This is an optimization exercise on Yosys and OpenROAD, whose aim is small area, a short achievable clock period and few clock cycles per item, not a production implementation. Only the layout flow was run in this run; the RTL was not checked for function there.

### run.sh
#!/bin/bash
# synth_recipe.tcl (not shown) runs the flow's synth.tcl, then flattens the netlist and writes it again
# the make line also repeats each setting of config.mk as NAME=value (left out here)
make -C /OpenROAD-flow-scripts/flow DESIGN_CONFIG=/design/flow/config.mk WORK_HOME=/design/flow/orfs CLKGATE_MAP_FILE= SYNTH_SCRIPT=/design/flow/synth_recipe.tcl finish
### config.mk
export PLATFORM = sky130hd
export DESIGN_NAME = comb_stage
export DESIGN_NICKNAME = comb_stage
export VERILOG_FILES = /design/flow/design.v
export SDC_FILE = /design/flow/constraint.sdc
export NUM_CORES = 4
export LEC_CHECK = 0
export CAP_MARGIN = 20
export CORE_MARGIN = 2
export CORE_UTILIZATION = 40
export PLACE_DENSITY = 0.6
export SLEW_MARGIN = 20
### constraint.sdc
create_clock -name core_clock -period 45.0 [get_ports {clk}]
set_input_delay 9.0000 -clock core_clock [delete_from_list [all_inputs] [get_ports {clk}]]
set_output_delay 9.0000 -clock core_clock [all_outputs]
set_load 0.01 [all_outputs]
### design.v
module fp_mul (
    input  wire [31:0] a,
    input  wire [31:0] b,
    output reg  [31:0] y
);
    wire        sa = a[31];
    wire        sb = b[31];
    wire [7:0]  ea = a[30:23];
    wire [7:0]  eb = b[30:23];
    wire [22:0] fa = a[22:0];
    wire [22:0] fb = b[22:0];
    wire a_zero = (ea == 8'd0);
    wire b_zero = (eb == 8'd0);
    wire a_inf  = (ea == 8'hFF) && (fa == 23'd0);
    wire b_inf  = (eb == 8'hFF) && (fb == 23'd0);
    wire a_nan  = (ea == 8'hFF) && (fa != 23'd0);
    wire b_nan  = (eb == 8'hFF) && (fb != 23'd0);
    wire sy = sa ^ sb;
    wire [47:0] prod = {1'b1, fa} * {1'b1, fb};
    reg  [23:0] mant;
    reg         guard;
    reg         sticky;
    reg  signed [9:0] exp_n;    
    reg  [24:0] mant_r;         
    reg  signed [9:0] exp_r;
    always @(*) begin
        if (prod[47]) begin
            mant   = prod[47:24];
            guard  = prod[23];
            sticky = |prod[22:0];
            exp_n  = $signed({2'b00, ea}) + $signed({2'b00, eb}) - 10'sd126;
        end else begin
            mant   = prod[46:23];
            guard  = prod[22];
            sticky = |prod[21:0];
            exp_n  = $signed({2'b00, ea}) + $signed({2'b00, eb}) - 10'sd127;
        end
        mant_r = {1'b0, mant} + {24'd0, guard & (sticky | mant[0])};
        if (mant_r[24]) begin
            exp_r = exp_n + 10'sd1;
        end else begin
            exp_r = exp_n;
        end
        if (a_nan || b_nan || (a_inf && b_zero) || (a_zero && b_inf)) begin
            y = 32'h7FC00000;
        end else if (a_inf || b_inf) begin
            y = {sy, 8'hFF, 23'd0};
        end else if (a_zero || b_zero) begin
            y = {sy, 31'd0};
        end else if (exp_n < 10'sd1) begin
            y = {sy, 31'd0};
        end else if (exp_r > 10'sd254) begin
            y = {sy, 8'hFF, 23'd0};
        end else if (mant_r[24]) begin
            y = {sy, exp_r[7:0], mant_r[23:1]};
        end else begin
            y = {sy, exp_r[7:0], mant_r[22:0]};
        end
    end
endmodule
module fp_add (
    input  wire [31:0] a,
    input  wire [31:0] b,
    output reg  [31:0] y
);
    wire        sa = a[31];
    wire        sb = b[31];
    wire [7:0]  ea = a[30:23];
    wire [7:0]  eb = b[30:23];
    wire [22:0] fa = a[22:0];
    wire [22:0] fb = b[22:0];
    wire a_zero = (ea == 8'd0);
    wire b_zero = (eb == 8'd0);
    wire a_inf  = (ea == 8'hFF) && (fa == 23'd0);
    wire b_inf  = (eb == 8'hFF) && (fb == 23'd0);
    wire a_nan  = (ea == 8'hFF) && (fa != 23'd0);
    wire b_nan  = (eb == 8'hFF) && (fb != 23'd0);
    wire        swap = {eb, fb} > {ea, fa};
    wire        sp   = swap ? sb : sa;
    wire        sq   = swap ? sa : sb;
    wire [7:0]  ep   = swap ? eb : ea;
    wire [7:0]  eq   = swap ? ea : eb;
    wire [23:0] mp   = swap ? {1'b1, fb} : {1'b1, fa};
    wire [23:0] mq   = swap ? {1'b1, fa} : {1'b1, fb};
    wire [7:0]  diff = ep - eq;
    wire        subtract = sp ^ sq;
    reg  [26:0] q_al;
    reg  [50:0] q_wide;
    reg  [27:0] sum;
    reg  [26:0] norm;
    reg  [4:0]  lz;
    reg  signed [9:0] exp_n;
    reg  [24:0] mant_r;
    reg  signed [9:0] exp_r;
    reg         guard;
    reg         sticky;
    integer     i;
    always @(*) begin
        q_wide = {mq, 27'd0} >> diff;
        if (diff > 8'd26) begin
            q_al = 27'd1;
        end else begin
            q_al = {q_wide[50:25], |q_wide[24:0]};
        end
        if (subtract) begin
            sum = {1'b0, mp, 3'b000} - {1'b0, q_al};
        end else begin
            sum = {1'b0, mp, 3'b000} + {1'b0, q_al};
        end
        lz = 5'd0;
        for (i = 0; i <= 26; i = i + 1) begin
            if (sum[i]) begin
                lz = 5'd26 - i[4:0];
            end
        end
        if (sum[27]) begin
            norm  = {sum[27:2], sum[1] | sum[0]};
            exp_n = $signed({2'b00, ep}) + 10'sd1;
        end else begin
            norm  = sum[26:0] << lz;
            exp_n = $signed({2'b00, ep}) - $signed({5'd0, lz});
        end
        guard  = norm[2];
        sticky = norm[1] | norm[0];
        mant_r = {1'b0, norm[26:3]} + {24'd0, guard & (sticky | norm[3])};
        if (mant_r[24]) begin
            exp_r = exp_n + 10'sd1;
        end else begin
            exp_r = exp_n;
        end
        if (a_nan || b_nan || (a_inf && b_inf && (sa != sb))) begin
            y = 32'h7FC00000;
        end else if (a_inf) begin
            y = {sa, 8'hFF, 23'd0};
        end else if (b_inf) begin
            y = {sb, 8'hFF, 23'd0};
        end else if (a_zero && b_zero) begin
            y = {sa & sb, 31'd0};
        end else if (b_zero) begin
            y = a;
        end else if (a_zero) begin
            y = b;
        end else if (sum == 28'd0) begin
            y = 32'd0;
        end else if (exp_n < 10'sd1) begin
            y = {sp, 31'd0};
        end else if (exp_r > 10'sd254) begin
            y = {sp, 8'hFF, 23'd0};
        end else if (mant_r[24]) begin
            y = {sp, exp_r[7:0], mant_r[23:1]};
        end else begin
            y = {sp, exp_r[7:0], mant_r[22:0]};
        end
    end
endmodule
module comb_stage (
    input  wire        clk,
    input  wire        rst,         
    input  wire        in_valid,
    output wire        in_ready,
    input  wire [31:0] a,           
    input  wire [31:0] b,           
    input  wire [31:0] c,           
    input  wire [31:0] u,           
    input  wire        u_ok,        
    input  wire [31:0] v,           
    input  wire        v_ok,        
    output reg         out_valid,
    output reg  [31:0] x,           
    output reg         x_ok,        
    output reg         num          
);
    reg        s1_valid;
    reg [31:0] s1_a, s1_b, s1_c, s1_u, s1_v;
    reg        s1_u_ok, s1_v_ok;
    assign in_ready = 1'b1;
    always @(posedge clk) begin
        if (rst) begin
            s1_valid <= 1'b0;
        end else begin
            s1_valid <= in_valid;
        end
        if (in_valid) begin
            s1_a    <= a;
            s1_b    <= b;
            s1_c    <= c;
            s1_u    <= u;
            s1_v    <= v;
            s1_u_ok <= u_ok;
            s1_v_ok <= v_ok;
        end
    end
    wire [31:0] au, bv, sum_ab, result;
    fp_mul mul_au (.a(s1_a), .b(s1_u), .y(au));
    fp_mul mul_bv (.a(s1_b), .b(s1_v), .y(bv));
    fp_add add_ab (.a(au), .b(bv), .y(sum_ab));
    fp_add add_c  (.a(sum_ab), .b(s1_c), .y(result));
    wire a_zero   = (s1_a[30:23] == 8'd0);
    wire b_zero   = (s1_b[30:23] == 8'd0);
    wire ops_ok   = (s1_u_ok || a_zero) && (s1_v_ok || b_zero);
    wire finite   = (result[30:23] != 8'hFF);
    always @(posedge clk) begin
        if (rst) begin
            out_valid <= 1'b0;
            x         <= 32'd0;
            x_ok      <= 1'b0;
            num       <= 1'b0;
        end else begin
            out_valid <= s1_valid;
            if (s1_valid) begin
                x_ok <= ops_ok && finite;
                num  <= ops_ok && !finite;
                x    <= (ops_ok && finite) ? result : 32'd0;
            end
        end
    end
endmodule
==> flow_summary.json <==
{
  "clk_latency_ns": 0.61,
  "dp.cells": 12400,
  "drt-initial-drc-count": 9038,
  "clock-sinks": 198,
  "status": "finished clean",
  "fmax_mhz": 23.6,
  "synth.ff_latch_count": 198,
  "hold_viol": 0,
  "critPathCaptureType": "register",
  "slew_violations": 0,
  "grt_pass1_wl_um": 470000,
  "synth_edf_count": 162,
  "multi_input_area_mm2": 0.0641,
  "worst_ep_arrival_time_ns": 42.76,
  "ys_types": 146,
  "yosys.area.top_type_share": 0.252,
  "clock_path_buffers": 2,
  "via_count": 76700,
  "maxCapViolations": 0,
  "core_mm2": 0.191,
  "grt_pass1_vias": 75400,
  "syn-num-nets": 11600,
  "boundaryPins": 201,
  "hpwl_um": 245000,
  "worst_path_largest_cell_delay_ns": 0.92,
  "synthFlopType": "edfxtp_1",
  "ys_warn_count": 3,
  "worst_path_max_delay_cell": "o311ai_1",
  "route.detailed.wl_per_inst_um": 25.0,
  "min-delay-path-class": "register to register",
  "root_buffer": "clkbuf_16",
  "synthMostInstantiatedCell": "inv_1",
  "worst_pin_slew_ns": 1.19,
  "syn_inst": 9930,
  "post_synth_main_area_contributors": "fa_1, ha_1, inv_1, edfxtp_1, nand2_1",
  "pre_cts_ws_ns": 1.54,
  "synthArstFlopShare": 0,
  "min_period_ns": 42.29,
  "place_congestion": 1.02,
  "worstSetupPathType": "register to register",
  "drive_gt1_frac": 0.0645,
  "viasPerCell": 6.16,
  "num_rows": 160,
  "cts_hold_buf": 0,
  "critPathMaxFanout": 27,
  "worstPathRequired_ns": 45.47,
  "whs_ns": 0.488,
  "worstSetupStartpointType": "register",
  "cts_buffers": 17,
  "tritoncts": "done",
  "slew_headroom": 0.196,
  "antenna_found_initial": 10,
  "fillers": 19400,
  "final.setup.worst_slack_ns": 2.71,
  "skew_ns": 0.0337,
  "nNetsFinal": 11600,
  "dieHeight_um": 443,
  "area_delta_synth_final_pct": 8.34,
  "fp.dieW_um": 443,
  "syn_avg_cell_area_um2": 7.75,
  "cpMostUsedCell": "nor2_1",
  "start_util": 0.404,
  "setup_viol_count_final": 0,
  "grt_overflow_total": 0,
  "portBuffers": 199,
  "grt_usage": 0.310,
  "cts.clk_slew.worst_paths_ns": 0.12,
  "grt_max_degree": 67,
  "final_cells": 12500,
  "ys_seq_area_frac": 0.0726,
  "syn_area_mm2": 0.0770,
  "detail_route.drc_violations": 0,
  "die_area_mm2": 0.196,
  "htree_num_levels": 4,
  "synth_common_cells": "inv_1, nand2_1, fa_1, nor2_1, and2_1",
  "yosysTopAreaCell": "fa_1",
  "routed_wirelength_um": 311000,
  "setup_tns_ns": 0,
  "ant_nets": 0,
  "regArea_mm2": 0.00559,
  "drt_pass1_iterations": 8,
  "fin_crit_sh": 0.940
}
-- per-layer routing --
layer / vias up / share of wire / track usage
met4: 6 / 0.042 / 0.113
li1: 33900 / - / -
met1: 38100 / 0.42 / 0.426
met5: - / 0.00014 / 0
met2: 4093 / 0.44 / 0.487
met3: 680 / 0.094 / 0.0549
-- cells in the final DEF (no fill, tap or decap), drive strengths merged, types with 33 or more instances in the layout --
master / n
a211oi: 117
nand4: 134
a22oi: 40
a31oi: 72
o22ai: 47
and3: 75
o31a: 33
edfxtp: 162
fa: 970
nor2b: 40
nor3: 200
dfxtp: 36
nor2: 665
xnor2: 161
nand2: 1229
inv: 1381
a211o: 37
a221oi: 36
or3: 79
a21oi: 514
and2: 572
mux2i: 107
o21bai: 55
o21ai: 507
nand2b: 66
o31ai: 57
nor4: 97
o211ai: 119
mux2: 46
clkdlybuf4s50: 198
or2: 54
buf: 325
a21o: 102
xor2: 89
nand3: 254
ha: 548
or4: 34
a21boi: 36
o21a: 71
-- flip-flops by register name, indices dropped and copies added, names as in the netlist --
register / flops
s1_a: 32
s1_b: 32
s1_c: 32
s1_u: 32
s1_v: 32
x: 32
num: 1
out_valid: 1
s1_u_ok: 1
s1_v_ok: 1
s1_valid: 1
x_ok: 1
-- path summary, 6_finish.rpt --
path / slack (ns) / start / to / depth (start not counted)
setup / recovery: 2.71 / s1_a[18]$_DFFE_PP_ / x[26]$_SDFFE_PP0P_ / 188
hold / removal: 0.49 / x[18]$_SDFFE_PP0P_ / x[18]$_SDFFE_PP0P_ / 1
setup reg to reg: 2.71 / s1_a[18]$_DFFE_PP_ / x[26]$_SDFFE_PP0P_ / 188
hold reg to reg: 0.49 / x[18]$_SDFFE_PP0P_ / x[18]$_SDFFE_PP0P_ / 1
-- area by class of cell --
class,instances,area share
Clock buffer,17,0.00510
Multi-Input combinational cell,7807,0.769
Timing Repair Buffer,526,0.0564
Sequential cell,198,0.0670
Tap cell,2511,0.0377
Antenna cell,3,0.0000901
Clock inverter,15,0.00201
Inverter,1385,0.0628
-- per-stage QoR --
stage	cell area [um^2]	util
final	83400	0.437
after global routing	83400	0.437
after CTS	82500	0.433
after detailed placement	81900	0.430
after global placement	81800	0.429
after floorplan	77000	-
-- logic make-up after synthesis --
group           Yosys count  synth area share
mux                     167            0.0248
xor+xnor                250            0.0287
compound gates         2260             0.203
simple gates           3609             0.231
fa+ha+maj              1518             0.341
buf+inv                1927            0.0975
flops                   198            0.0726
other cells               1         0.0000487
-- worst max-delay path: cells and delay by family (launching register included) --
| kind | cells | cell delay (ns) |
|---|---|---|
| AND/OR/NAND/NOR | 69 | 12.35 |
| multiplexers | 4 | 0.89 |
| buffers and inverters | 15 | 2.44 |
| flip-flops | 1 | 0.69 |
| adder cells (fa/ha/maj) | 17 | 7.09 |
| AO/OA/AOI/OAI | 83 | 18.62 |
-- timing repair --
action	in CTS	in global routing
gates resized for setup	0	29
setup endpoints to repair	0	34
setup buffers	0	69

-- what the ideal ports hide --
The results above use ideal ports. As a check the final layout listed here was re-extracted and re-timed, cells and wires unchanged. Step 1 sets driving cells, clkbuf_16 on the clock port and buf_2 on the other inputs (assumed; they add their load-dependent delay and slew). Step 2 times the ports against the registers' clock, not the clock port: input delays grow and output delays shrink by t, the midpoint of the rising clock arrivals with the driver on. a / b / c = ideal ports / drivers / drivers and shift; a / b = the first two.
shift t [ns]: 0.665
setup slack, ns: 2.709 / 2.709 / 2.709
worst setup path after step 2: register to register
After both steps setup and hold are still met in this run. For this run, drivers alone change the setup slack by 0.000 ns; drivers and shift together by 0.000 ns.
